This design comes from an exercise in tuning for small area, a short achievable clock period and few clock cycles per item on the open sky130 flow, not from production work. In this exercise RTL edits were held to simulation tests only and were not proved equivalent to the original.

`run.sh`:
```
#!/bin/bash
# synth_recipe.tcl (not shown) runs the flow's synth.tcl, then flattens the netlist and writes it again
# the make line also repeats each setting of config.mk as NAME=value (left out here)
make -C /OpenROAD-flow-scripts/flow DESIGN_CONFIG=/design/flow/config.mk WORK_HOME=/design/flow/orfs CLKGATE_MAP_FILE= SYNTH_SCRIPT=/design/flow/synth_recipe.tcl finish
```
`config.mk`:
```
export PLATFORM = sky130hd
export DESIGN_NAME = rs_line_decoder
export DESIGN_NICKNAME = rs_line_decoder
export VERILOG_FILES = /design/flow/design.v
export SDC_FILE = /design/flow/constraint.sdc
export NUM_CORES = 4
export LEC_CHECK = 0
export CAP_MARGIN = 20
export CORE_MARGIN = 2
export CORE_UTILIZATION = 35
export PLACE_DENSITY = 0.45
export SLEW_MARGIN = 20
```
`constraint.sdc`:
```
create_clock -name core_clock -period 9.0 [get_ports {clk}]
set_input_delay 1.8000 -clock core_clock [delete_from_list [all_inputs] [get_ports {clk}]]
set_output_delay 1.8000 -clock core_clock [all_outputs]
set_load 0.01 [all_outputs]
```
`design.v`:
```
module rs_line_decoder (
    input  wire         clk,
    input  wire         rst,
    input  wire         in_valid,
    output wire         in_ready,
    input  wire [639:0] in_line,
    input  wire [36:0]  in_addr,
    output wire         out_valid,
    output wire [575:0] out_words,
    output wire         out_poison,
    output wire [2:0]   out_nerr
);
    function automatic [7:0] xt(input [7:0] a);
        xt = {a[6:0], 1'b0} ^ (a[7] ? 8'h1d : 8'h00);
    endfunction
    function automatic [7:0] gf_mul(input [7:0] a, input [7:0] b);
        integer i;
        reg [7:0] p;
        reg [7:0] aa;
        begin
            p  = 8'h00;
            aa = a;
            for (i = 0; i < 8; i = i + 1) begin
                if (b[i]) p = p ^ aa;
                aa = xt(aa);
            end
            gf_mul = p;
        end
    endfunction
    function automatic [7:0] apow(input integer e);
        integer i, ee;
        reg [7:0] p;
        begin
            ee = e % 255;
            if (ee < 0) ee = ee + 255;
            p = 8'h01;
            for (i = 0; i < 255; i = i + 1)
                if (i < ee) p = xt(p);
            apow = p;
        end
    endfunction
    function automatic [7:0] gf_inv(input [7:0] a);
        begin
            case (a)
      8'h00: gf_inv = 8'h00;
      8'h01: gf_inv = 8'h01;
      8'h02: gf_inv = 8'h8e;
      8'h03: gf_inv = 8'hf4;
      8'h04: gf_inv = 8'h47;
      8'h05: gf_inv = 8'ha7;
      8'h06: gf_inv = 8'h7a;
      8'h07: gf_inv = 8'hba;
      8'h08: gf_inv = 8'had;
      8'h09: gf_inv = 8'h9d;
      8'h0a: gf_inv = 8'hdd;
      8'h0b: gf_inv = 8'h98;
      8'h0c: gf_inv = 8'h3d;
      8'h0d: gf_inv = 8'haa;
      8'h0e: gf_inv = 8'h5d;
      8'h0f: gf_inv = 8'h96;
      8'h10: gf_inv = 8'hd8;
      8'h11: gf_inv = 8'h72;
      8'h12: gf_inv = 8'hc0;
      8'h13: gf_inv = 8'h58;
      8'h14: gf_inv = 8'he0;
      8'h15: gf_inv = 8'h3e;
      8'h16: gf_inv = 8'h4c;
      8'h17: gf_inv = 8'h66;
      8'h18: gf_inv = 8'h90;
      8'h19: gf_inv = 8'hde;
      8'h1a: gf_inv = 8'h55;
      8'h1b: gf_inv = 8'h80;
      8'h1c: gf_inv = 8'ha0;
      8'h1d: gf_inv = 8'h83;
      8'h1e: gf_inv = 8'h4b;
      8'h1f: gf_inv = 8'h2a;
      8'h20: gf_inv = 8'h6c;
      8'h21: gf_inv = 8'hed;
      8'h22: gf_inv = 8'h39;
      8'h23: gf_inv = 8'h51;
      8'h24: gf_inv = 8'h60;
      8'h25: gf_inv = 8'h56;
      8'h26: gf_inv = 8'h2c;
      8'h27: gf_inv = 8'h8a;
      8'h28: gf_inv = 8'h70;
      8'h29: gf_inv = 8'hd0;
      8'h2a: gf_inv = 8'h1f;
      8'h2b: gf_inv = 8'h4a;
      8'h2c: gf_inv = 8'h26;
      8'h2d: gf_inv = 8'h8b;
      8'h2e: gf_inv = 8'h33;
      8'h2f: gf_inv = 8'h6e;
      8'h30: gf_inv = 8'h48;
      8'h31: gf_inv = 8'h89;
      8'h32: gf_inv = 8'h6f;
      8'h33: gf_inv = 8'h2e;
      8'h34: gf_inv = 8'ha4;
      8'h35: gf_inv = 8'hc3;
      8'h36: gf_inv = 8'h40;
      8'h37: gf_inv = 8'h5e;
      8'h38: gf_inv = 8'h50;
      8'h39: gf_inv = 8'h22;
      8'h3a: gf_inv = 8'hcf;
      8'h3b: gf_inv = 8'ha9;
      8'h3c: gf_inv = 8'hab;
      8'h3d: gf_inv = 8'h0c;
      8'h3e: gf_inv = 8'h15;
      8'h3f: gf_inv = 8'he1;
      8'h40: gf_inv = 8'h36;
      8'h41: gf_inv = 8'h5f;
      8'h42: gf_inv = 8'hf8;
      8'h43: gf_inv = 8'hd5;
      8'h44: gf_inv = 8'h92;
      8'h45: gf_inv = 8'h4e;
      8'h46: gf_inv = 8'ha6;
      8'h47: gf_inv = 8'h04;
      8'h48: gf_inv = 8'h30;
      8'h49: gf_inv = 8'h88;
      8'h4a: gf_inv = 8'h2b;
      8'h4b: gf_inv = 8'h1e;
      8'h4c: gf_inv = 8'h16;
      8'h4d: gf_inv = 8'h67;
      8'h4e: gf_inv = 8'h45;
      8'h4f: gf_inv = 8'h93;
      8'h50: gf_inv = 8'h38;
      8'h51: gf_inv = 8'h23;
      8'h52: gf_inv = 8'h68;
      8'h53: gf_inv = 8'h8c;
      8'h54: gf_inv = 8'h81;
      8'h55: gf_inv = 8'h1a;
      8'h56: gf_inv = 8'h25;
      8'h57: gf_inv = 8'h61;
      8'h58: gf_inv = 8'h13;
      8'h59: gf_inv = 8'hc1;
      8'h5a: gf_inv = 8'hcb;
      8'h5b: gf_inv = 8'h63;
      8'h5c: gf_inv = 8'h97;
      8'h5d: gf_inv = 8'h0e;
      8'h5e: gf_inv = 8'h37;
      8'h5f: gf_inv = 8'h41;
      8'h60: gf_inv = 8'h24;
      8'h61: gf_inv = 8'h57;
      8'h62: gf_inv = 8'hca;
      8'h63: gf_inv = 8'h5b;
      8'h64: gf_inv = 8'hb9;
      8'h65: gf_inv = 8'hc4;
      8'h66: gf_inv = 8'h17;
      8'h67: gf_inv = 8'h4d;
      8'h68: gf_inv = 8'h52;
      8'h69: gf_inv = 8'h8d;
      8'h6a: gf_inv = 8'hef;
      8'h6b: gf_inv = 8'hb3;
      8'h6c: gf_inv = 8'h20;
      8'h6d: gf_inv = 8'hec;
      8'h6e: gf_inv = 8'h2f;
      8'h6f: gf_inv = 8'h32;
      8'h70: gf_inv = 8'h28;
      8'h71: gf_inv = 8'hd1;
      8'h72: gf_inv = 8'h11;
      8'h73: gf_inv = 8'hd9;
      8'h74: gf_inv = 8'he9;
      8'h75: gf_inv = 8'hfb;
      8'h76: gf_inv = 8'hda;
      8'h77: gf_inv = 8'h79;
      8'h78: gf_inv = 8'hdb;
      8'h79: gf_inv = 8'h77;
      8'h7a: gf_inv = 8'h06;
      8'h7b: gf_inv = 8'hbb;
      8'h7c: gf_inv = 8'h84;
      8'h7d: gf_inv = 8'hcd;
      8'h7e: gf_inv = 8'hfe;
      8'h7f: gf_inv = 8'hfc;
      8'h80: gf_inv = 8'h1b;
      8'h81: gf_inv = 8'h54;
      8'h82: gf_inv = 8'ha1;
      8'h83: gf_inv = 8'h1d;
      8'h84: gf_inv = 8'h7c;
      8'h85: gf_inv = 8'hcc;
      8'h86: gf_inv = 8'he4;
      8'h87: gf_inv = 8'hb0;
      8'h88: gf_inv = 8'h49;
      8'h89: gf_inv = 8'h31;
      8'h8a: gf_inv = 8'h27;
      8'h8b: gf_inv = 8'h2d;
      8'h8c: gf_inv = 8'h53;
      8'h8d: gf_inv = 8'h69;
      8'h8e: gf_inv = 8'h02;
      8'h8f: gf_inv = 8'hf5;
      8'h90: gf_inv = 8'h18;
      8'h91: gf_inv = 8'hdf;
      8'h92: gf_inv = 8'h44;
      8'h93: gf_inv = 8'h4f;
      8'h94: gf_inv = 8'h9b;
      8'h95: gf_inv = 8'hbc;
      8'h96: gf_inv = 8'h0f;
      8'h97: gf_inv = 8'h5c;
      8'h98: gf_inv = 8'h0b;
      8'h99: gf_inv = 8'hdc;
      8'h9a: gf_inv = 8'hbd;
      8'h9b: gf_inv = 8'h94;
      8'h9c: gf_inv = 8'hac;
      8'h9d: gf_inv = 8'h09;
      8'h9e: gf_inv = 8'hc7;
      8'h9f: gf_inv = 8'ha2;
      8'ha0: gf_inv = 8'h1c;
      8'ha1: gf_inv = 8'h82;
      8'ha2: gf_inv = 8'h9f;
      8'ha3: gf_inv = 8'hc6;
      8'ha4: gf_inv = 8'h34;
      8'ha5: gf_inv = 8'hc2;
      8'ha6: gf_inv = 8'h46;
      8'ha7: gf_inv = 8'h05;
      8'ha8: gf_inv = 8'hce;
      8'ha9: gf_inv = 8'h3b;
      8'haa: gf_inv = 8'h0d;
      8'hab: gf_inv = 8'h3c;
      8'hac: gf_inv = 8'h9c;
      8'had: gf_inv = 8'h08;
      8'hae: gf_inv = 8'hbe;
      8'haf: gf_inv = 8'hb7;
      8'hb0: gf_inv = 8'h87;
      8'hb1: gf_inv = 8'he5;
      8'hb2: gf_inv = 8'hee;
      8'hb3: gf_inv = 8'h6b;
      8'hb4: gf_inv = 8'heb;
      8'hb5: gf_inv = 8'hf2;
      8'hb6: gf_inv = 8'hbf;
      8'hb7: gf_inv = 8'haf;
      8'hb8: gf_inv = 8'hc5;
      8'hb9: gf_inv = 8'h64;
      8'hba: gf_inv = 8'h07;
      8'hbb: gf_inv = 8'h7b;
      8'hbc: gf_inv = 8'h95;
      8'hbd: gf_inv = 8'h9a;
      8'hbe: gf_inv = 8'hae;
      8'hbf: gf_inv = 8'hb6;
      8'hc0: gf_inv = 8'h12;
      8'hc1: gf_inv = 8'h59;
      8'hc2: gf_inv = 8'ha5;
      8'hc3: gf_inv = 8'h35;
      8'hc4: gf_inv = 8'h65;
      8'hc5: gf_inv = 8'hb8;
      8'hc6: gf_inv = 8'ha3;
      8'hc7: gf_inv = 8'h9e;
      8'hc8: gf_inv = 8'hd2;
      8'hc9: gf_inv = 8'hf7;
      8'hca: gf_inv = 8'h62;
      8'hcb: gf_inv = 8'h5a;
      8'hcc: gf_inv = 8'h85;
      8'hcd: gf_inv = 8'h7d;
      8'hce: gf_inv = 8'ha8;
      8'hcf: gf_inv = 8'h3a;
      8'hd0: gf_inv = 8'h29;
      8'hd1: gf_inv = 8'h71;
      8'hd2: gf_inv = 8'hc8;
      8'hd3: gf_inv = 8'hf6;
      8'hd4: gf_inv = 8'hf9;
      8'hd5: gf_inv = 8'h43;
      8'hd6: gf_inv = 8'hd7;
      8'hd7: gf_inv = 8'hd6;
      8'hd8: gf_inv = 8'h10;
      8'hd9: gf_inv = 8'h73;
      8'hda: gf_inv = 8'h76;
      8'hdb: gf_inv = 8'h78;
      8'hdc: gf_inv = 8'h99;
      8'hdd: gf_inv = 8'h0a;
      8'hde: gf_inv = 8'h19;
      8'hdf: gf_inv = 8'h91;
      8'he0: gf_inv = 8'h14;
      8'he1: gf_inv = 8'h3f;
      8'he2: gf_inv = 8'he6;
      8'he3: gf_inv = 8'hf0;
      8'he4: gf_inv = 8'h86;
      8'he5: gf_inv = 8'hb1;
      8'he6: gf_inv = 8'he2;
      8'he7: gf_inv = 8'hf1;
      8'he8: gf_inv = 8'hfa;
      8'he9: gf_inv = 8'h74;
      8'hea: gf_inv = 8'hf3;
      8'heb: gf_inv = 8'hb4;
      8'hec: gf_inv = 8'h6d;
      8'hed: gf_inv = 8'h21;
      8'hee: gf_inv = 8'hb2;
      8'hef: gf_inv = 8'h6a;
      8'hf0: gf_inv = 8'he3;
      8'hf1: gf_inv = 8'he7;
      8'hf2: gf_inv = 8'hb5;
      8'hf3: gf_inv = 8'hea;
      8'hf4: gf_inv = 8'h03;
      8'hf5: gf_inv = 8'h8f;
      8'hf6: gf_inv = 8'hd3;
      8'hf7: gf_inv = 8'hc9;
      8'hf8: gf_inv = 8'h42;
      8'hf9: gf_inv = 8'hd4;
      8'hfa: gf_inv = 8'he8;
      8'hfb: gf_inv = 8'h75;
      8'hfc: gf_inv = 8'h7f;
      8'hfd: gf_inv = 8'hff;
      8'hfe: gf_inv = 8'h7e;
      default: gf_inv = 8'hfd;
            endcase
        end
    endfunction
    function automatic integer bytepos(input integer p);
        integer m;
        begin
            if (p >= 8) begin
                m = 79 - p;
                bytepos = 80 * (m / 9) + 8 * (m % 9);
            end else begin
                bytepos = 80 * (7 - p) + 72;
            end
        end
    endfunction
    genvar gi, gj, gt;
    integer i, j;
    reg  [3:0]  rd_cnt;          
    reg  [63:0] mreg;            
    reg         m_v, m_first, m_last;
    reg  [7:0]  S [0:7];
    reg         s_full;          
    wire [63:0] chunk;
    generate
        for (gi = 0; gi < 8; gi = gi + 1) begin : g_rd
            wire [7:0] cand [0:15];
            for (gt = 0; gt < 16; gt = gt + 1) begin : g_c
                if (gt < 10) begin : g_v
                    localparam integer BP = bytepos(79 - 8 * gt - gi);
                    assign cand[gt] = in_line[BP +: 8];
                end else begin : g_z
                    assign cand[gt] = 8'h00;
                end
            end
            assign chunk[8*gi +: 8] = cand[rd_cnt];
        end
    endgenerate
    wire [7:0] S_nx [0:7];
    generate
        for (gj = 0; gj < 8; gj = gj + 1) begin : g_syn
            localparam [7:0] CS = apow(8 * gj);
            wire [7:0] t [0:8];
            assign t[0] = m_first ? 8'h00 : gf_mul(S[gj], CS);
            for (gi = 0; gi < 8; gi = gi + 1) begin : g_l
                localparam [7:0] CL = apow(gj * (7 - gi));
                assign t[gi+1] = t[gi] ^ gf_mul(mreg[8*gi +: 8], CL);
            end
            assign S_nx[gj] = t[8];
        end
    endgenerate
    wire ring_free;
    wire accept;
    wire kill;
    wire bm_idle;
    wire bm_take_d;              
    wire bm_take_s;              
    wire bm_take = bm_take_d | bm_take_s;
    wire fin_horner = m_v && m_last;
    wire rd_en0 = (!s_full || bm_take_s) && !(fin_horner && !bm_idle);
    wire rd_en  = in_valid && (rd_cnt < 4'd10) && ((rd_cnt != 4'd0) || rd_en0);
    assign kill      = !in_valid && (rd_cnt != 4'd0);
    assign in_ready  = ((rd_cnt == 4'd9) || (rd_cnt == 4'd10)) && ring_free;
    assign accept    = in_valid && in_ready;
    assign bm_take_d = fin_horner && bm_idle && !kill;
    assign bm_take_s = s_full && bm_idle;
    always @(posedge clk) begin
        if (rst) begin
            rd_cnt <= 4'd0;
            m_v    <= 1'b0;
            s_full <= 1'b0;
        end else begin
            if (kill) begin
                rd_cnt <= 4'd0;
                m_v    <= 1'b0;
                if (rd_cnt == 4'd10) s_full <= 1'b0;
            end else begin
                if (accept)
                    rd_cnt <= 4'd0;
                else if (rd_en)
                    rd_cnt <= rd_cnt + 4'd1;
                m_v <= rd_en;
                if (fin_horner && !bm_take_d)
                    s_full <= 1'b1;
                else if (bm_take_s)
                    s_full <= 1'b0;
            end
        end
        mreg    <= chunk;
        m_first <= (rd_cnt == 4'd0);
        m_last  <= (rd_cnt == 4'd9);
        if (m_v)
            for (j = 0; j < 8; j = j + 1) S[j] <= S_nx[j];
    end
    localparam [1:0] B_IDLE = 2'd0, B_IT = 2'd1, B_OM = 2'd2, B_DONE = 2'd3;
    reg  [1:0] bst;
    reg  [2:0] bstep;
    reg        bom2;             
    reg        bm_pre;           
    reg  [7:0] SR  [0:7];        
    reg  [7:0] H   [0:3];        
    reg  [7:0] lam [0:4];
    reg  [7:0] bp  [0:4];
    reg  [7:0] gam;
    reg  [3:0] blen;
    reg  [7:0] omg [0:3];
    wire       c_take;
    wire [7:0] dprod [0:4];
    assign dprod[0] = gf_mul(lam[0], SR[0]);
    generate
        for (gi = 1; gi < 5; gi = gi + 1) begin : g_dp
            assign dprod[gi] = gf_mul(lam[gi], H[gi-1]);
        end
    endgenerate
    wire [7:0] delta = dprod[0] ^ dprod[1] ^ dprod[2] ^ dprod[3] ^ dprod[4];
    reg  [7:0] gop [0:4];
    always @(*) begin
        for (i = 0; i < 5; i = i + 1) gop[i] = gam;
        if (bst == B_OM) begin
            if (!bom2) begin
                gop[0] = SR[7]; gop[1] = SR[6]; gop[2] = SR[5]; gop[3] = 8'h00; gop[4] = 8'h00;
            end else begin
                gop[0] = SR[7]; gop[1] = 8'h00; gop[2] = 8'h00; gop[3] = 8'h00; gop[4] = 8'h00;
            end
        end
    end
    wire [7:0] gprod [0:4];
    wire [7:0] lam_nx [0:4];
    generate
        for (gi = 0; gi < 5; gi = gi + 1) begin : g_gp
            assign gprod[gi] = gf_mul(gop[gi], lam[gi]);
            if (gi == 0) begin : g_l0
                assign lam_nx[gi] = gprod[gi];
            end else begin : g_ln
                assign lam_nx[gi] = gprod[gi] ^ gf_mul(delta, bp[gi-1]);
            end
        end
    endgenerate
    wire [7:0] gsum = gprod[0] ^ gprod[1] ^ gprod[2];
    wire s_zero_src;
    wire [7:0] Ssrc [0:7];
    generate
        for (gj = 0; gj < 8; gj = gj + 1) begin : g_ss
            assign Ssrc[gj] = bm_take_d ? S_nx[gj] : S[gj];
        end
    endgenerate
    wire syn_zero = ((SR[0] | SR[1] | SR[2] | SR[3] | SR[4] | SR[5] | SR[6] | SR[7]) == 8'h00);
    assign bm_idle = (bst == B_IDLE) || ((bst == B_DONE) && c_take);
    always @(posedge clk) begin
        if (rst) begin
            bst <= B_IDLE;
        end else if (kill && bm_pre && (bst != B_IDLE)) begin
            bst <= B_IDLE;
        end else begin
            case (bst)
                B_IDLE, B_DONE: begin
                    if (bm_take) begin
                        bst <= B_IT;
                    end else if (bst == B_DONE && c_take) begin
                        bst <= B_IDLE;
                    end
                end
                B_IT: begin
                    if (bstep == 3'd0 && syn_zero)
                        bst <= B_DONE;
                    else if (bstep == 3'd7)
                        bst <= B_OM;
                end
                B_OM: begin
                    if (bom2) bst <= B_DONE;
                end
                default: bst <= B_IDLE;
            endcase
        end
        if (accept) bm_pre <= 1'b0;
        if (bm_take) begin
            bm_pre <= (rd_cnt == 4'd10) && !accept;
            for (j = 0; j < 8; j = j + 1) SR[j] <= Ssrc[j];
            for (j = 0; j < 4; j = j + 1) H[j] <= 8'h00;
            for (j = 0; j < 5; j = j + 1) begin
                lam[j] <= (j == 0) ? 8'h01 : 8'h00;
                bp[j]  <= (j == 0) ? 8'h01 : 8'h00;
            end
            gam   <= 8'h01;
            blen  <= 4'd0;
            bstep <= 3'd0;
            bom2  <= 1'b0;
        end else if (bst == B_IT) begin
            for (j = 0; j < 5; j = j + 1) lam[j] <= lam_nx[j];
            if (delta != 8'h00 && {blen, 1'b0} <= {2'b00, bstep}) begin
                for (j = 0; j < 5; j = j + 1) bp[j] <= lam[j];
                gam  <= delta;
                blen <= {1'b0, bstep} + 4'd1 - blen;
            end else begin
                bp[0] <= 8'h00;
                for (j = 1; j < 5; j = j + 1) bp[j] <= bp[j-1];
            end
            bstep <= bstep + 3'd1;
            if (bstep == 3'd7) begin
                for (j = 0; j < 8; j = j + 1) SR[j] <= SR[(j + 4) % 8];
                H[0] <= SR[3]; H[1] <= SR[2]; H[2] <= SR[1]; H[3] <= 8'h00;
            end else begin
                for (j = 0; j < 8; j = j + 1) SR[j] <= SR[(j + 1) % 8];
                H[0] <= SR[0]; H[1] <= H[0]; H[2] <= H[1]; H[3] <= H[2];
            end
            if (bstep == 3'd0 && syn_zero) begin
                for (j = 0; j < 4; j = j + 1) omg[j] <= 8'h00;
            end
        end else if (bst == B_OM) begin
            if (!bom2) begin
                omg[3] <= delta;
                omg[2] <= gsum;
                for (j = 0; j < 8; j = j + 1) SR[j] <= SR[(j + 6) % 8];
                H[0] <= SR[5]; H[1] <= 8'h00; H[2] <= 8'h00; H[3] <= 8'h00;
                bom2 <= 1'b1;
            end else begin
                omg[1] <= delta;
                omg[0] <= gsum;
            end
        end
    end
    reg        c_busy, c_run;
    reg  [3:0] cw;               
    reg  [8:0] cex;              
    reg  [2:0] ccnt;             
    reg  [3:0] clen;
    reg  [7:0] R [0:4];
    reg  [7:0] W [0:3];
    assign c_take = (bst == B_DONE) && (!c_busy || out_valid) && !(kill && bm_pre);
    wire [8:0] lroot;
    wire [7:0] l_odd [0:8];
    wire [7:0] l_om  [0:8];
    generate
        for (gi = 0; gi < 9; gi = gi + 1) begin : g_ch
            localparam [7:0] A1 = apow(gi);
            localparam [7:0] A2 = apow(2 * gi);
            localparam [7:0] A3 = apow(3 * gi);
            localparam [7:0] A4 = apow(4 * gi);
            wire [7:0] lt1 = gf_mul(R[1], A1);
            wire [7:0] lt2 = gf_mul(R[2], A2);
            wire [7:0] lt3 = gf_mul(R[3], A3);
            wire [7:0] lt4 = gf_mul(R[4], A4);
            wire [7:0] lv  = R[0] ^ lt1 ^ lt2 ^ lt3 ^ lt4;
            assign l_odd[gi] = lt1 ^ lt3;
            assign l_om[gi]  = W[0] ^ gf_mul(W[1], A1) ^ gf_mul(W[2], A2) ^ gf_mul(W[3], A3);
            if (gi == 8) begin : g_last
                assign lroot[gi] = (lv == 8'h00) && (cw != 4'd8) && !cex[gi];
            end else begin : g_n
                assign lroot[gi] = (lv == 8'h00) && !cex[gi];
            end
        end
    endgenerate
    reg  [3:0] pick;
    reg        any_root;
    reg  [8:0] pick_oh;
    always @(*) begin
        pick = 4'd0;
        any_root = 1'b0;
        for (i = 8; i >= 0; i = i - 1)
            if (lroot[i]) begin
                pick = i[3:0];
                any_root = 1'b1;
            end
        pick_oh = 9'd0;
        pick_oh[pick] = any_root;
    end
    reg  [7:0] pk_odd, pk_om;
    always @(*) begin
        pk_odd = 8'h00;
        pk_om  = 8'h00;
        for (i = 0; i < 9; i = i + 1)
            if (pick_oh[i]) begin
                pk_odd = pk_odd | l_odd[i];
                pk_om  = pk_om | l_om[i];
            end
    end
    wire more_roots = |(lroot & ~pick_oh);
    wire last_root  = any_root && ({1'b0, ccnt} + 4'd1 == clen);
    wire advance    = c_run && !(any_root && more_roots && !last_root);
    wire c_end      = c_run && (last_root || (advance && cw == 4'd8));
    reg        x_v;
    reg  [3:0] x_w, x_b;
    reg  [7:0] x_odd, x_om;
    reg  [3:0] x_fw;             
    reg        x_fin, x_poi;
    reg        f_v;
    reg  [3:0] f_w, f_b;
    reg  [7:0] f_inv, f_om;
    reg  [3:0] f_fw;
    reg        f_fin, f_poi;
    reg  [3:0] e_w [0:3];
    reg  [3:0] e_b [0:3];
    reg  [7:0] e_v [0:3];
    reg  [3:0] e_ok;             
    reg  [2:0] e_n;
    reg  [3:0] fw;               
    reg        cfin, cpoi;
    always @(posedge clk) begin
        if (rst) begin
            c_busy <= 1'b0;
            c_run  <= 1'b0;
            x_v    <= 1'b0;
            x_fin  <= 1'b0;
            f_v    <= 1'b0;
            f_fin  <= 1'b0;
            e_ok   <= 4'd0;
            e_n    <= 3'd0;
            fw     <= 4'd0;
            cfin   <= 1'b0;
        end else begin
            if (c_take) begin
                c_busy <= 1'b1;
                clen   <= blen;
                ccnt   <= 3'd0;
                cw     <= 4'd0;
                cex    <= 9'd0;
                c_run  <= (blen != 4'd0) && (blen <= 4'd4);
                x_v    <= 1'b0;
                x_fw   <= 4'd0;
                x_fin  <= (blen == 4'd0) || (blen > 4'd4);
                x_poi  <= (blen > 4'd4);
                f_v    <= 1'b0;
                f_fin  <= 1'b0;
                f_fw   <= 4'd0;
                e_ok   <= 4'd0;
                e_n    <= 3'd0;
                fw     <= 4'd0;
                cfin   <= 1'b0;
                cpoi   <= 1'b0;
            end else begin
                if (out_valid) c_busy <= 1'b0;
                if (c_run) begin
                    if (c_end) c_run <= 1'b0;
                    if (any_root) ccnt <= ccnt + 3'd1;
                    if (advance) begin
                        cw  <= cw + 4'd1;
                        cex <= 9'd0;
                    end else begin
                        cex <= cex | pick_oh;
                    end
                end
                x_v   <= c_run && any_root;
                x_w   <= cw;
                x_b   <= pick;
                x_odd <= pk_odd;
                x_om  <= pk_om;
                if (c_run) begin
                    x_fw  <= advance ? cw + 4'd1 : cw;
                    x_fin <= c_end;
                    x_poi <= c_end && !last_root;
                end
                f_v   <= x_v;
                f_w   <= x_w;
                f_b   <= x_b;
                f_inv <= gf_inv(x_odd);
                f_om  <= x_om;
                f_fw  <= x_fw;
                f_fin <= x_fin;
                f_poi <= x_poi;
                if (f_v) begin
                    e_w[e_n[1:0]] <= f_w;
                    e_b[e_n[1:0]] <= f_b;
                    e_v[e_n[1:0]] <= gf_mul(f_om, f_inv);
                    e_ok[e_n[1:0]] <= 1'b1;
                    e_n <= e_n + 3'd1;
                end
                fw   <= f_fw;
                if (f_fin && !cfin) begin
                    cfin <= 1'b1;
                    cpoi <= f_poi;
                end
            end
        end
    end
    always @(posedge clk) begin
        if (c_take) R[0] <= lam[0];
        if (c_take) W[0] <= omg[0];
    end
    generate
        for (gi = 1; gi < 5; gi = gi + 1) begin : g_rr
            localparam [7:0] CI = apow(-79 * gi);
            localparam [7:0] CU = apow(9 * gi);
            always @(posedge clk) begin
                if (c_take) R[gi] <= gf_mul(lam[gi], CI);
                else if (c_run && advance) R[gi] <= gf_mul(R[gi], CU);
            end
            if (gi < 4) begin : g_w
                always @(posedge clk) begin
                    if (c_take) W[gi] <= gf_mul(omg[gi], CI);
                    else if (c_run && advance) W[gi] <= gf_mul(W[gi], CU);
                end
            end
        end
    endgenerate
    localparam [2:0] PH0 = 3'd3;     
    reg  [71:0] RW [0:7];
    reg  [2:0]  ph;                  
    reg         r_busy;
    reg  [7:0]  wdone;
    reg         pmode;
    reg  [36:0] r_addr;
    reg  [71:0] corr;
    reg  [7:0]  need;
    always @(*) begin
        corr = 72'd0;
        need = 8'd0;
        for (i = 0; i < 4; i = i + 1) begin
            if (e_ok[i] && e_w[i] < 4'd8) need[e_w[i][2:0]] = 1'b1;
            for (j = 0; j < 9; j = j + 1)
                if (e_ok[i] && e_w[i] == {1'b0, ph} && e_b[i] == j)
                    corr[8*j +: 8] = corr[8*j +: 8] | e_v[i];
        end
    end
    wire        resolved = cfin || ({1'b0, ph} < fw);
    wire        apply    = r_busy && c_busy && !pmode && !wdone[ph] && resolved;
    wire [71:0] pw       = {8'hff, 20'h00000, 4'h0, r_addr, ph};
    wire [71:0] head_new = pmode ? pw : (apply ? (RW[0] ^ corr) : RW[0]);
    assign out_valid = r_busy && c_busy && (ph == 3'd0) && cfin &&
                       (cpoi ? (pmode && (&wdone)) : (&(wdone | ~need)));
    assign ring_free = !r_busy || out_valid;
    always @(posedge clk) begin
        if (rst) begin
            r_busy <= 1'b0;
        end else if (accept) begin
            r_busy <= 1'b1;
        end else if (out_valid) begin
            r_busy <= 1'b0;
        end
        if (accept) begin
            for (j = 0; j < 8; j = j + 1)
                RW[j] <= in_line[80 * ((j + PH0) % 8) +: 72];
            ph     <= PH0;
            wdone  <= 8'd0;
            pmode  <= 1'b0;
            r_addr <= in_addr;
        end else begin
            for (j = 0; j < 7; j = j + 1) RW[j] <= RW[j+1];
            RW[7] <= head_new;
            ph    <= ph + 3'd1;
            if (r_busy && c_busy && cfin && cpoi && !pmode) begin
                pmode <= 1'b1;
                wdone <= 8'd0;
            end else if (pmode || apply) begin
                wdone[ph] <= 1'b1;
            end
        end
    end
    assign out_words  = {RW[7], RW[6], RW[5], RW[4], RW[3], RW[2], RW[1], RW[0]};
    assign out_poison = cpoi;
    assign out_nerr   = cpoi ? 3'd0 : clen[2:0];
endmodule
```
==> results of run 1 <==
## flip-flops by register name, indices dropped and copies added, names as in the netlist, 37 cells and up
register and flops:
lam 40, S 64, R 40, SR 64, r_addr 37, RW 576, mreg 64
## per-stage QoR
step | instance area, µm² | utilization [%] | cells | setup slack [ns]
floorplan | 89900 | - | 10705 | 2.84
global placement | 106000 | 41.4 | 14813 | 2.14
detailed placement | 106000 | 41.4 | 14815 | 2.20
CTS | 111000 | 43.5 | 15096 | 2.19
global route | 112000 | 43.8 | 15195 | 1.97
finish | 113000 | 44.0 | 15403 | 1.99
## synth_stat cells, drive strengths merged, types with 17 or more instances
cell type / count / share of area [%]
nand2: 2658 / 11
xnor2: 2146 / 21
dfxtp: 800 / 18
xor2: 641 / 6.3
clkbuf: 625 / 2.6
nor2: 565 / 2.4
edfxtp: 409 / 14
a21oi: 400 / 2.2
a22oi: 397 / 3.3
o21ai: 310 / 1.7
mux2i: 226 / 2.5
buf: 192 / 1.0
xnor3: 156 / 3.9
nand3: 87 / 0.48
o211ai: 86 / 0.72
a211oi: 82 / 0.68
nand2b: 72 / 0.50
inv: 70 / 0.29
a222oi: 60 / 0.67
nor3: 60 / 0.33
ha: 58 / 0.81
a31oi: 53 / 0.37
and3: 46 / 0.32
nor2b: 41 / 0.29
nor4: 39 / 0.30
mux2: 38 / 0.48
a221oi: 35 / 0.34
o31ai: 33 / 0.28
xor3: 31 / 0.82
a21o: 26 / 0.22
o22ai: 26 / 0.18
and2: 20 / 0.14
nand4: 20 / 0.16
nor3b: 20 / 0.17
or2: 17 / 0.12
## area by class of cell
| cell class | count | area share, % |
|---|---|---|
| multi-input combinational | 8604 | 52.0 |
| sequential | 1209 | 25.1 |
| timing repair buffer | 1571 | 13.5 |
| clock buffer | 201 | 3.89 |
| tap | 3384 | 3.76 |
| clock inverter | 80 | 0.839 |
| antenna | 279 | 0.619 |
| inverter | 75 | 0.257 |
## kinds of logic (layout without fill, tap and decap cells)
| logic type | after synthesis | count (layout) | synth area share, % |
|---|---|---|---|
| flops | 1209 | 1209 | 31.5 |
| simple gates | 3691 | 3691 | 16.7 |
| xor+xnor | 2974 | 2974 | 32.1 |
| compound gates | 1606 | 1606 | 11.7 |
| mux | 274 | 274 | 3.26 |
| other cells | 0 | 279 | 0 |
| fa+ha+maj | 59 | 59 | 0.830 |
| buf+inv | 892 | 1927 | 3.92 |
## layer usage
layer | routed length [µm] | share of wire [%]
met5 | 1850 | 0.25
met3 | 103000 | 14
met4 | 91800 | 12
met1 | 245000 | 33
met2 | 300000 | 40
## worst register-to-register path: stages (launching register included)
cell and delay (ns):
dfxtp_1 0.75, buf_4 0.43, xnor2_1 0.26, xor2_1 0.70
nand2_1 0.18, xnor2_1 0.25, xnor2_1 0.15, xnor3_1 0.60
xor3_1 0.44, buf_4 0.24, xnor3_1 0.90, nand2_1 0.61
o21ai_0 0.33, a22oi_1 0.15, xnor2_1 0.36, mux2i_1 0.13
nor2_1 0.34
## worst max path at each step
stage,startpoint,to,cells past startpoint
finish,lam[1][5],lam[3][7],16
global route,R[1][6],x_fin,18
CTS,R[1][4],x_fin,18
detailed placement,R[1][4],x_fin,18
global placement,R[3][2],x_fin,18
floorplan,R[4][7],R[1][0],20
==> run_results.csv, run 1 <==
group,metric,value,unit
hold_path,hold_path_end,"W[0][0]",
synth,yosysSeqAreaShare,31.5,%
clock_tree,cts_setup_buffers,0,
grt,grtUsageTotal,56.1,%
placed_design,io_buffers,1261,
floorplan,initial_utilization,35.1,%
floorplan,die_area,261000,µm²
final_layout,syn_to_final_growth,25.5,%
clock_tree,clockBufferDepth,3,
drt,vias,98514,
placed_design,gp_congestion,1.16,
synth,synth.distinct_cells,90,
grt,grt_pass1_wl,950,mm
grt,grt_max_degree,176,
clock_tree,cts_tree,"built",
timing,hold_violations,0,
synth,syn_inst,10705,
worst_setup_path,crit_top_cell,"xnor2_1",
floorplan,ios,1262,
floorplan,die-height,511,µm
worst_setup_path,crit_path_top_delay_cell,"xnor3_1",
hold_path,hp-class,"register to register",
floorplan,die_w,511,µm
clock_tree,clkSlewWorstSetupHoldPaths,0.07,ns
timing,tightest_slew,1.53,ns
floorplan,fp-row-count,186,
grt,grt_use_met3,33.0,%
synth,synth-edff-count,409,
worst_setup_path,crit_type,"register to register",
worst_setup_path,cpPeakStageDelay,0.89,ns
timing,hold_slack,0.420,ns
floorplan,coreArea,256000,µm²
timing,rsz0062_at_grt,"false",
grt,busiest_layer,"met2",
synth,synth_seq_cells,1209,
clock_tree,hold_buffers,0,
placed_design,post-dp-hpwl,593,mm
grt,use_met1,58.1,%
worst_setup_path,reg2reg_slack,1.99,ns
final_layout,layout_commonest_cell,"nand2_1",
worst_setup_path,cp.required,9.71,ns
drt,wl_per_cell,48.2,µm
clock_tree,cts_sinks,1209,
clock_tree,htreeDepth,4,
final_layout,multiInputGateArea,58600,µm²
synth,async_flop_share,0,%
worst_setup_path,end_kind,"register",
synth,avgSynthCellArea,8.40,µm²
drt,dr.first_iter.drc_count,19132,
synth,synth-main-ff-cell,"dfxtp_1",
final_layout,regArea,28300,µm²
worst_setup_path,rr_worst_depth,16,
worst_setup_path,critPathTopFamily,"XOR/XNOR gates",
outcome,violatedChecks,"capacitance limit, slew limit",
worst_setup_path,start_kind,"register",
clock_tree,numCtsBuffers,150,
final_layout,mostFrequentLayoutCells,"nand2_1 (2636), xnor2_1 (2102), clkdlybuf4s50_1 (1253)",
timing,max_slew_margin,-2.08,%
worst_setup_path,r2r-start,"lam[1][5]",
hold_path,min_path_cells,0,
run,drv_cap,1,
timing,period_share,77.9,%
drt,postRouteAntennaNets,0,
final_layout,num-fill-cells,25081,
timing,slew_viol_final,4,
grt,grt_pass1_vias,87486,
synth,syn_area,89900,µm²
timing,finClkSkew,0.0692,ns
timing,post-route-min-period,7.01,ns
worst_setup_path,path_cells,"buf_4 > xnor2_1 > xor2_1 > nand2_1 > xnor2_1 > xnor2_1 > xnor3_1 > xor3_1 > buf_4 > xnor3_1 > nand2_1 > o21ai_0 > a22oi_1 > xnor2_1 > mux2i_1 > nor2_1",
timing,fmax,143,MHz
final_layout,final_nets,12350,
outcome,status,"finished with violations",
drt,drc,0,
synth,synthesis.nets,11444,
grt,antenna_found_initial,294,
clock_tree,root_buffer,"clkbuf_16",
grt,grt_use_met2,76.5,%
worst_setup_path,path_buf_inv,2,
grt,overflow,0,
drt,viasPerCell,6.40,
hold_path,min-delay-start,"omg[0][0]",
timing,setup-violations-final,0,
clock_tree,clk_latency,0.92,ns
timing,setup_tns,0,ns
worst_setup_path,r2r-end,"lam[3][7]",
clock_tree,cts_resized,0,
worst_setup_path,critPathArrivalTime,7.73,ns
drt,wl,742,mm
drt,dr.pass1.iters,13,
final_layout,drive_gt1_share,6.89,%
worst_setup_path,critPathMaxFanout,17,
synth,ys_warn_count,11,
Testbench counts, summed over its fixed seeds: cycles 33,424, lines 1,920.
==> run 2, diff against run 1 <==
--- a/design.v
+++ b/design.v
@@ -362,3 +362,3 @@
     assign accept    = in_valid && in_ready;
-    assign bm_take_d = fin_horner && bm_idle && !kill;
+    assign bm_take_d = fin_horner && bm_idle;
     assign bm_take_s = s_full && bm_idle;
@@ -445,3 +445,5 @@
     wire syn_zero = ((SR[0] | SR[1] | SR[2] | SR[3] | SR[4] | SR[5] | SR[6] | SR[7]) == 8'h00);
-    assign bm_idle = (bst == B_IDLE) || ((bst == B_DONE) && c_take);
+    wire bm_fin_now = ((bst == B_OM) && bom2) || ((bst == B_IT) && (bstep == 3'd0) && syn_zero);
+    wire bm_has     = bm_fin_now || (bst == B_DONE);
+    assign bm_idle = (bst == B_IDLE) || (bm_has && c_take);
     always @(posedge clk) begin
@@ -449,3 +451,3 @@
             bst <= B_IDLE;
-        end else if (kill && bm_pre && (bst != B_IDLE)) begin
+        end else if (kill && ((bm_pre && (bst != B_IDLE)) || (bm_take && (rd_cnt == 4'd10)))) begin
             bst <= B_IDLE;
@@ -462,3 +464,3 @@
                     if (bstep == 3'd0 && syn_zero)
-                        bst <= B_DONE;
+                        bst <= bm_take ? B_IT : (c_take ? B_IDLE : B_DONE);
                     else if (bstep == 3'd7)
@@ -467,3 +469,3 @@
                 B_OM: begin
-                    if (bom2) bst <= B_DONE;
+                    if (bom2) bst <= bm_take ? B_IT : (c_take ? B_IDLE : B_DONE);
                 end
@@ -516,2 +518,3 @@
                 omg[0] <= gsum;
+                bom2 <= 1'b0;
             end
@@ -526,3 +529,8 @@
     reg  [7:0] W [0:3];
-    assign c_take = (bst == B_DONE) && (!c_busy || out_valid) && !(kill && bm_pre);
+    assign c_take = bm_has && (!c_busy || out_valid) && !(kill && bm_pre);
+    wire [7:0] om_h [0:3];
+    assign om_h[0] = (bst == B_OM) ? gsum  : omg[0];
+    assign om_h[1] = (bst == B_OM) ? delta : omg[1];
+    assign om_h[2] = omg[2];
+    assign om_h[3] = omg[3];
     wire [8:0] lroot;
@@ -544,3 +552,3 @@
             if (gi == 8) begin : g_last
-                assign lroot[gi] = (lv == 8'h00) && (cw != 4'd8) && !cex[gi];
+                assign lroot[gi] = (lv == 8'h00) && !cw8 && !cex[gi];
             end else begin : g_n
@@ -551,15 +559,13 @@
     reg  [3:0] pick;
-    reg        any_root;
     reg  [8:0] pick_oh;
+    reg  [8:0] below;            
     always @(*) begin
+        below[0] = 1'b0;
+        for (i = 1; i < 9; i = i + 1) below[i] = below[i-1] | lroot[i-1];
+        pick_oh = lroot & ~below;
         pick = 4'd0;
-        any_root = 1'b0;
-        for (i = 8; i >= 0; i = i - 1)
-            if (lroot[i]) begin
-                pick = i[3:0];
-                any_root = 1'b1;
-            end
-        pick_oh = 9'd0;
-        pick_oh[pick] = any_root;
+        for (i = 0; i < 9; i = i + 1)
+            if (pick_oh[i]) pick = pick | i[3:0];
     end
+    wire any_root = |lroot;
     reg  [7:0] pk_odd, pk_om;
@@ -574,6 +580,8 @@
     end
-    wire more_roots = |(lroot & ~pick_oh);
-    wire last_root  = any_root && ({1'b0, ccnt} + 4'd1 == clen);
-    wire advance    = c_run && !(any_root && more_roots && !last_root);
-    wire c_end      = c_run && (last_root || (advance && cw == 4'd8));
+    wire more_roots = |(lroot & below);
+    reg  last_cnt;               
+    wire last_root  = any_root && last_cnt;
+    wire advance    = !(any_root && more_roots);
+    reg  cw8;                    
+    wire c_end      = c_run && (last_root || (advance && cw8));
     reg        x_v;
@@ -581,4 +589,2 @@
     reg  [7:0] x_odd, x_om;
-    reg  [3:0] x_fw;             
-    reg        x_fin, x_poi;
     reg        f_v;
@@ -586,4 +592,2 @@
     reg  [7:0] f_inv, f_om;
-    reg  [3:0] f_fw;
-    reg        f_fin, f_poi;
     reg  [3:0] e_w [0:3];
@@ -592,5 +596,4 @@
     reg  [3:0] e_ok;             
-    reg  [2:0] e_n;
-    reg  [3:0] fw;               
-    reg        cfin, cpoi;
+    reg  [1:0] e_n;
+    reg        cpoi;             
     always @(posedge clk) begin
@@ -600,29 +603,19 @@
             x_v    <= 1'b0;
-            x_fin  <= 1'b0;
             f_v    <= 1'b0;
-            f_fin  <= 1'b0;
             e_ok   <= 4'd0;
-            e_n    <= 3'd0;
-            fw     <= 4'd0;
-            cfin   <= 1'b0;
         end else begin
             if (c_take) begin
-                c_busy <= 1'b1;
-                clen   <= blen;
-                ccnt   <= 3'd0;
-                cw     <= 4'd0;
-                cex    <= 9'd0;
-                c_run  <= (blen != 4'd0) && (blen <= 4'd4);
-                x_v    <= 1'b0;
-                x_fw   <= 4'd0;
-                x_fin  <= (blen == 4'd0) || (blen > 4'd4);
-                x_poi  <= (blen > 4'd4);
-                f_v    <= 1'b0;
-                f_fin  <= 1'b0;
-                f_fw   <= 4'd0;
-                e_ok   <= 4'd0;
-                e_n    <= 3'd0;
-                fw     <= 4'd0;
-                cfin   <= 1'b0;
-                cpoi   <= 1'b0;
+                c_busy   <= 1'b1;
+                clen     <= blen;
+                ccnt     <= 3'd0;
+                last_cnt <= (blen == 4'd1);
+                cw       <= 4'd0;
+                cw8      <= 1'b0;
+                cex      <= 9'd0;
+                c_run    <= (blen != 4'd0) && (blen <= 4'd4);
+                cpoi     <= (blen > 4'd4);
+                x_v      <= 1'b0;
+                f_v      <= 1'b0;
+                e_ok     <= 4'd0;
+                e_n      <= 2'd0;
             end else begin
@@ -630,6 +623,13 @@
                 if (c_run) begin
-                    if (c_end) c_run <= 1'b0;
-                    if (any_root) ccnt <= ccnt + 3'd1;
+                    if (c_end) begin
+                        c_run <= 1'b0;
+                        cpoi  <= !last_root;
+                    end
+                    if (any_root) begin
+                        ccnt     <= ccnt + 3'd1;
+                        last_cnt <= ({1'b0, ccnt} + 4'd2 == clen);
+                    end
                     if (advance) begin
                         cw  <= cw + 4'd1;
+                        cw8 <= (cw == 4'd7);
                         cex <= 9'd0;
@@ -639,31 +639,7 @@
                 end
-                x_v   <= c_run && any_root;
-                x_w   <= cw;
-                x_b   <= pick;
-                x_odd <= pk_odd;
-                x_om  <= pk_om;
-                if (c_run) begin
-                    x_fw  <= advance ? cw + 4'd1 : cw;
-                    x_fin <= c_end;
-                    x_poi <= c_end && !last_root;
-                end
-                f_v   <= x_v;
-                f_w   <= x_w;
-                f_b   <= x_b;
-                f_inv <= gf_inv(x_odd);
-                f_om  <= x_om;
-                f_fw  <= x_fw;
-                f_fin <= x_fin;
-                f_poi <= x_poi;
+                x_v <= c_run && any_root;
+                f_v <= x_v;
                 if (f_v) begin
-                    e_w[e_n[1:0]] <= f_w;
-                    e_b[e_n[1:0]] <= f_b;
-                    e_v[e_n[1:0]] <= gf_mul(f_om, f_inv);
-                    e_ok[e_n[1:0]] <= 1'b1;
-                    e_n <= e_n + 3'd1;
-                end
-                fw   <= f_fw;
-                if (f_fin && !cfin) begin
-                    cfin <= 1'b1;
-                    cpoi <= f_poi;
+                    e_ok[e_n] <= 1'b1;
+                    e_n <= e_n + 2'd1;
                 end
@@ -671,6 +647,21 @@
         end
+        x_w   <= cw;
+        x_b   <= pick;
+        x_odd <= pk_odd;
+        x_om  <= pk_om;
+        f_w   <= x_w;
+        f_b   <= x_b;
+        f_inv <= gf_inv(x_odd);
+        f_om  <= x_om;
+        if (f_v) begin
+            e_w[e_n] <= f_w;
+            e_b[e_n] <= f_b;
+            e_v[e_n] <= gf_mul(f_om, f_inv);
+        end
     end
+    wire c_stop = c_busy && !c_run;
+    wire cfin   = c_stop && !x_v && !f_v;
     always @(posedge clk) begin
         if (c_take) R[0] <= lam[0];
-        if (c_take) W[0] <= omg[0];
+        if (c_take) W[0] <= om_h[0];
     end
@@ -682,3 +673,3 @@
                 if (c_take) R[gi] <= gf_mul(lam[gi], CI);
-                else if (c_run && advance) R[gi] <= gf_mul(R[gi], CU);
+                else if (advance) R[gi] <= gf_mul(R[gi], CU);
             end
@@ -686,4 +677,4 @@
                 always @(posedge clk) begin
-                    if (c_take) W[gi] <= gf_mul(omg[gi], CI);
-                    else if (c_run && advance) W[gi] <= gf_mul(W[gi], CU);
+                    if (c_take) W[gi] <= gf_mul(om_h[gi], CI);
+                    else if (advance) W[gi] <= gf_mul(W[gi], CU);
                 end
@@ -692,3 +683,3 @@
     endgenerate
-    localparam [2:0] PH0 = 3'd3;     
+    localparam [2:0] PH0 = 3'd2;     
     reg  [71:0] RW [0:7];
@@ -711,3 +702,4 @@
     end
-    wire        resolved = cfin || ({1'b0, ph} < fw);
+    wire        resolved = (c_stop || ({1'b0, ph} < cw)) &&
+                           !(x_v && x_w == {1'b0, ph}) && !(f_v && f_w == {1'b0, ph});
     wire        apply    = r_busy && c_busy && !pmode && !wdone[ph] && resolved;
--- a/config.mk
+++ b/config.mk
@@ -7,3 +7,3 @@
 export LEC_CHECK = 0
-export CAP_MARGIN = 20
+export CAP_MARGIN = 40
 export CORE_MARGIN = 2
@@ -11,2 +11,3 @@
 export PLACE_DENSITY = 0.45
-export SLEW_MARGIN = 20
+export SETUP_SLACK_MARGIN = 4.5
+export SLEW_MARGIN = 40
==> run 2 against run 1 <==
Effect of this change:
- still fails the layout checks on capacitance limit, slew limit
- first-iteration DRC count up 5.4%
- final area up 5.1%
- synthesized area down 2.1%
- global-route usage down 0.24 points
- wire length up 0.81%
- register-to-register slack better by 1.5 ns
- worst hold slack worse by 0.066 ns
- sequential share of layout area down 1.7 points
- final cell count up 2.0%
==> run_results.csv, run 2 <==
group,metric,value,unit
drt,m1WireLength,251,mm
drt,viasPerCell,6.46,
drt,wl_per_cell,47.6,µm
synth,synth.most_common_cell,"nand2_1",
clock_tree,htreeDepth,4,
placed_design,io_buffers,1261,
synth,synth.distinct_cells,84,
placed_design,gp_congestion,1.14,
worst_setup_path,end_kind,"register",
drt,vias,101516,
drt,dr_wl_met3,112,mm
floorplan,die_w,505,µm
drt,drc,0,
run,drv_cap,2,
synth,synth_commonest_cells,"nand2_1 (2703), xnor2_1 (2274), dfxtp_1 (839)",
timing,slew_viol_final,9,
worst_setup_path,critPathMaxFanout,7,
timing,fmax,183,MHz
clock_tree,clkSlewWorstSetupHoldPaths,0.07,ns
floorplan,die-height,505,µm
grt,grt_pass1_vias,89471,
final_layout,syn_to_final_growth,34.8,%
grt,grt_max_degree,129,
clock_tree,cts_tree,"built",
final_layout,num-fill-cells,23611,
synth,syn_area,87900,µm²
synth,async_flop_share,0,%
synth,syn_inst,10746,
synth,avgSynthCellArea,8.18,µm²
timing,max_slew_margin,-21.7,%
synth,synth-main-ff-cell,"dfxtp_1",
timing,setup_ws,3.53,ns
clock_tree,numCtsBuffers,148,
drt,postRouteAntennaNets,0,
final_layout,drive_gt1_share,13.7,%
synth,yosysTopAreaCellShare,22.6,%
floorplan,coreArea,251000,µm²
drt,dr.pass1.iters,14,
timing,rsz0062_at_grt,"true",
worst_setup_path,critPathArrivalTime,6.23,ns
final_layout,layout_commonest_cell,"nand2_1",
outcome,status,"finished with violations",
floorplan,fp-row-count,184,
timing,setup-violations-final,0,
timing,post-route-min-period,5.47,ns
outcome,violatedChecks,"capacitance limit, slew limit",
timing,tightest_slew,1.83,ns
synth,yosysSeqAreaShare,31.4,%
floorplan,die_area,255000,µm²
synth,yosys.area.top_type,"xnor2_1",
final_layout,finish.instance_area,119000,µm²
grt,overflow,0,
synth,ys_warn_count,11,
final_layout,final_nets,12765,
timing,hold_violations,0,
drt,wl,748,mm
floorplan,ios,1262,
clock_tree,cts_sinks,1198,
drt,highest_layer,"met5",
timing,period_share,60.7,%
worst_setup_path,start_kind,"register",
hold_path,hp-class,"register to register",
placed_design,placed_area,104000,µm²
grt,grtUsageTotal,55.8,%
worst_setup_path,crit_type,"register to register",
grt,antenna_found_initial,283,
worst_setup_path,cp.required,9.77,ns
grt,grt_pass1_wl,937,mm
final_layout,largest_reg_flops,576,
placed_design,dpl_worst_slack,2.85,ns
clock_tree,clk_latency,0.94,ns
synth,synthesis.nets,11487,
synth,synth-edff-count,359,
clock_tree,root_buffer,"clkbuf_16",
placed_design,post-dp-hpwl,574,mm
clock_tree,clockBufferDepth,3,
synth,post_synth_main_area_contributors,"xnor2_1 (23%), dfxtp_1 (19%), edfxtp_1 (12%), nand2_1 (12%), xor2_1 (7.0%)",
floorplan,initial_utilization,35.1,%
drt,dr.first_iter.drc_count,20172,
final_layout,mostFrequentLayoutCells,"nand2_1 (2657), xnor2_1 (2074), clkdlybuf4s50_1 (1234)",
final_layout,regMostFlops,"RW",
synth,synth_seq_cells,1198,
timing,finClkSkew,0.0526,ns
timing,hold_slack,0.354,ns
timing,setup_tns,0,ns
drt,wl_met2,293,mm
[run 2: layout make-up]
type	count	area, µm²	area share, %
multi-input combinational	8652	61400	51.8
sequential	1198	27800	23.4
timing repair buffer	1945	19300	16.2
clock buffer	210	4210	3.55
tap	3348	4190	3.53
clock inverter	65	866	0.730
antenna	214	536	0.452
inverter	76	343	0.289
timing repair inverter	3	47.5	0.0401
[run 2: final timing paths]
path         startpoint   endpoint  slack, ns  cells after the start
max           lam[4][6]  lam[1][3]       3.53                     18
max reg2reg   lam[4][6]  lam[1][3]       3.53                     18
min              x_w[3]     f_w[3]       0.35                      0
min reg2reg      x_w[3]     f_w[3]       0.35                      0
[run 2: cells by family after synthesis]
kind of cell	synth area share, %
muxes	2.48
buffers and inverters	4.06
xor gates and xnor gates	32.5
adders and majority gates	0.888
AOI/OAI and AO/OA	11.7
and+or+nand+nor	17.0
DFF	31.4
[run 2: repair_timing]
item                                    in CTS  in global routing
pin swaps                                  122                158
gates resized for setup                    461                317
setup buffers                              264                159
hold buffers                                 0                  0
cloned                                      19                 10
endpoints found under the setup margin     973                426
[run 2: stage by stage]
step                instances  utilization [%]
global route            15567             47.1
CTS                     15316             45.6
global placement        14750             41.3
floorplan               10746                -
detailed placement      14758             41.6
finish                  15711             47.3
[run 2: worst max-delay path, cell delays in order, from the launching register on]
cell and delay [ns]:
dfxtp_4 0.46, buf_12 0.16, buf_12 0.14, xor3_2 0.47
buf_6 0.16, buf_4 0.14, nand2_2 0.08, xnor2_2 0.13
xnor2_1 0.15, xnor3_2 0.45, xnor3_4 0.66, buf_4 0.27
xnor2_4 0.33, xor2_4 0.26, nand2_1 0.20, xnor2_4 0.52
xnor2_2 0.20, xnor2_1 0.17, a211oi_1 0.34
[run 2: routing by layer]
layer  up-vias  track usage (%)
li1      38289                -
met1     49538             60.7
met2     10245             75.4
met3      3348             31.1
met4        96             52.8
met5         -             2.80
Testbench counts of run 2, summed over its fixed seeds: cycles 31,546, lines 1,920.
==> run 3, diff against run 2 <==
--- a/config.mk
+++ b/config.mk
@@ -11,3 +11,2 @@
 export PLACE_DENSITY = 0.45
-export SETUP_SLACK_MARGIN = 4.5
 export SLEW_MARGIN = 40
==> run 3 against run 2 <==
Effect of this change:
- the layout still fails its checks (capacitance limit, slew limit)
- clock-buffer cell count fell by 10
- maximum frequency fell by 15%
- worst hold slack got worse by 0.020 ns
- critical path type unchanged
- largest cell class unchanged
==> run_results.csv, run 3 <==
group,metric,value,unit
floorplan,die_area,255000,µm²
final_layout,regMostFlops,"RW",
timing,hold_violations,0,
worst_setup_path,critPathArrivalTime,7.20,ns
clock_tree,clockBufferDepth,3,
timing,slew_viol_final,3,
drt,viasPerCell,6.26,
hold_path,hp-class,"register to register",
timing,finClkSkew,0.100,ns
floorplan,ios,1262,
drt,postRouteAntennaNets,0,
final_layout,largest_reg_flops,576,
final_layout,layout_commonest_cell,"nand2_1",
floorplan,coreArea,251000,µm²
placed_design,io_buffers,1261,
clock_tree,hold_buffers,0,
worst_setup_path,path_cells,"buf_4 > xnor2_1 > xnor2_1 > nand2_1 > xnor3_1 > xnor3_1 > xnor3_1 > xor3_2 > xnor3_1 > nand2_1 > xnor3_1 > xnor2_1 > xnor2_1 > a211oi_1",
clock_tree,cts_sinks,1198,
synth,syn_inst,10746,
drt,vias,95656,
grt,grt_pass1_vias,86025,
timing,tightest_slew,1.85,ns
clock_tree,cts_tree,"built",
floorplan,fp-row-count,184,
floorplan,die-height,505,µm
final_layout,syn_to_final_growth,25.8,%
grt,antenna_found_initial,304,
placed_design,gp_congestion,1.18,
worst_setup_path,crit_type,"register to register",
drt,wl,716,mm
drt,drc,0,
grt,grtUsageTotal,54.8,%
final_layout,mostFrequentLayoutCells,"nand2_1 (2683), xnor2_1 (2223), clkdlybuf4s50_1 (1238)",
clock_tree,cts_resized,0,
synth,yosysTopAreaCellShare,22.6,%
final_layout,final_nets,12331,
drt,wl_per_cell,46.8,µm
grt,use_met1,59.0,%
worst_setup_path,critPathMaxFanout,27,
drt,dr.pass1.iters,13,
timing,max_slew_margin,-23.6,%
grt,busiest_layer,"met2",
outcome,status,"finished with violations",
timing,hold_slack,0.335,ns
timing,post-route-min-period,6.47,ns
timing,setup_tns,0,ns
synth,synthesis.nets,11487,
worst_setup_path,end_kind,"register",
run,drv_cap,1,
synth,yosys.area.top_type,"xnor2_1",
synth,ys_warn_count,11,
worst_setup_path,crit_path_top_delay_cell,"xor3_2",
timing,setup-violations-final,0,
grt,overflow,0,
placed_design,dp.cells,14763,
grt,grt_pass1_wl,915,mm
synth,async_flop_share,0,%
grt,grt_use_met2,72.5,%
final_layout,layout.cells.non_filler,15281,
floorplan,die_w,505,µm
synth,synth-edff-count,359,
synth,synth.distinct_cells,84,
synth,post_synth_main_area_contributors,"xnor2_1 (23%), dfxtp_1 (19%), edfxtp_1 (12%), nand2_1 (12%), xor2_1 (7.0%)",
timing,rsz0062_at_grt,"false",
worst_setup_path,critPathTopFamily,"XOR/XNOR gates",
clock_tree,numCtsBuffers,149,
drt,dr.first_iter.drc_count,17751,
clock_tree,clkSlewWorstSetupHoldPaths,0.06,ns
worst_setup_path,path_buf_inv,1,
synth,avgSynthCellArea,8.18,µm²
worst_setup_path,start_kind,"register",
synth,synth-main-ff-cell,"dfxtp_1",
placed_design,post-dp-hpwl,574,mm
synth,synth_seq_cells,1198,
synth,synth_commonest_cells,"nand2_1 (2703), xnor2_1 (2274), dfxtp_1 (839)",
outcome,violatedChecks,"capacitance limit, slew limit",
worst_setup_path,crit_top_cell,"xnor3_1",
timing,fmax,155,MHz
timing,period_share,71.9,%
clock_tree,cts_setup_buffers,0,
clock_tree,root_buffer,"clkbuf_16",
synth,syn_area,87900,µm²
synth,synth.most_common_cell,"nand2_1",
clock_tree,htreeDepth,4,
worst_setup_path,cpPeakStageDelay,1.03,ns
final_layout,drive_gt1_share,7.40,%
grt,grt_use_met3,32.5,%
synth,yosysSeqAreaShare,31.4,%
floorplan,initial_utilization,35.1,%
clock_tree,clk_latency,0.89,ns
worst_setup_path,cp.required,9.73,ns
grt,grt_max_degree,157,
==> run 3: worst paths after layout <==
| kind | startpoint | slack (ns) | to | depth (start not counted) |
|---|---|---|---|---|
| worst max-delay path | lam[3][5] | 2.53 | lam[4][4] | 14 |
| worst min-delay path | x_b[2] | 0.33 | f_b[2] | 0 |
| worst max register to register | lam[3][5] | 2.53 | lam[4][4] | 14 |
| worst min register to register | x_b[2] | 0.33 | f_b[2] | 0 |
==> run 3: per-layer routing <==
metal	wire length, µm	vias to the layer above
met4	83500	119
met5	3610	-
met1	241000	46738
met3	108000	2553
li1	-	37445
met2	279000	8801
==> run 3: layout make-up <==
cell class              instances  area, µm²
clock buffers                 200       4300
flip-flops and latches       1198      27600
diodes                        220        551
fillers                     24741     140000
clock inverters                74        995
repair buffers               1524      14700
well taps                    3348       4190
inverters                      76        293
multi-input cells            8641      58000
==> run 3: through the flow <==
step           worst slack, ns  instance area, µm²  util [%]
3_3_place_gp              2.96              104000      41.3
6_report                  2.53              111000      44.1
4_1_cts                   2.62              109000      43.7
5_1_grt                   2.49              110000      44.0
3_5_place_dp              2.96              104000      41.5
2_1_floorplan             3.48               87900         -
==> run 3: cells by family after synthesis <==
kind of cell	synth area share [%]
AND/OR/NAND/NOR	17.0
XOR/XNOR	32.5
AO/OA/AOI/OAI	11.7
flip-flops	31.4
buffers and inverters	4.06
multiplexers	2.48
adder cells (fa/ha/maj)	0.888

## port drivers added, routing unchanged
How much do the figures lean on ideal ports? The routed layouts below were timed once more, with nothing changed but the port constraints. Step 1 assumes that a clkbuf_16 drives the clock port and a buf_2 every other input. Step 2, shift: input delay + t, output delay - t, t = (earliest + latest rising clock arrival at the registers) / 2. This alone moves slack from input paths to output paths. a / b / c = ideal ports / drivers / drivers and shift; a / b = the first two.
run | t, ns | slack for setup (ns) | clock arrival spread, ns | worst data-port slew with drivers (ns)
run 1 | 1.004 | 1.985 / 1.896 / 1.985 | 0.077 / 0.077 | 0.51
run 2 | 1.005 | 3.533 / 3.533 / 3.533 | 0.058 / 0.058 | 0.87
run 3 | 0.960 | 2.531 / 2.484 / 2.531 | 0.101 / 0.101 | 0.77
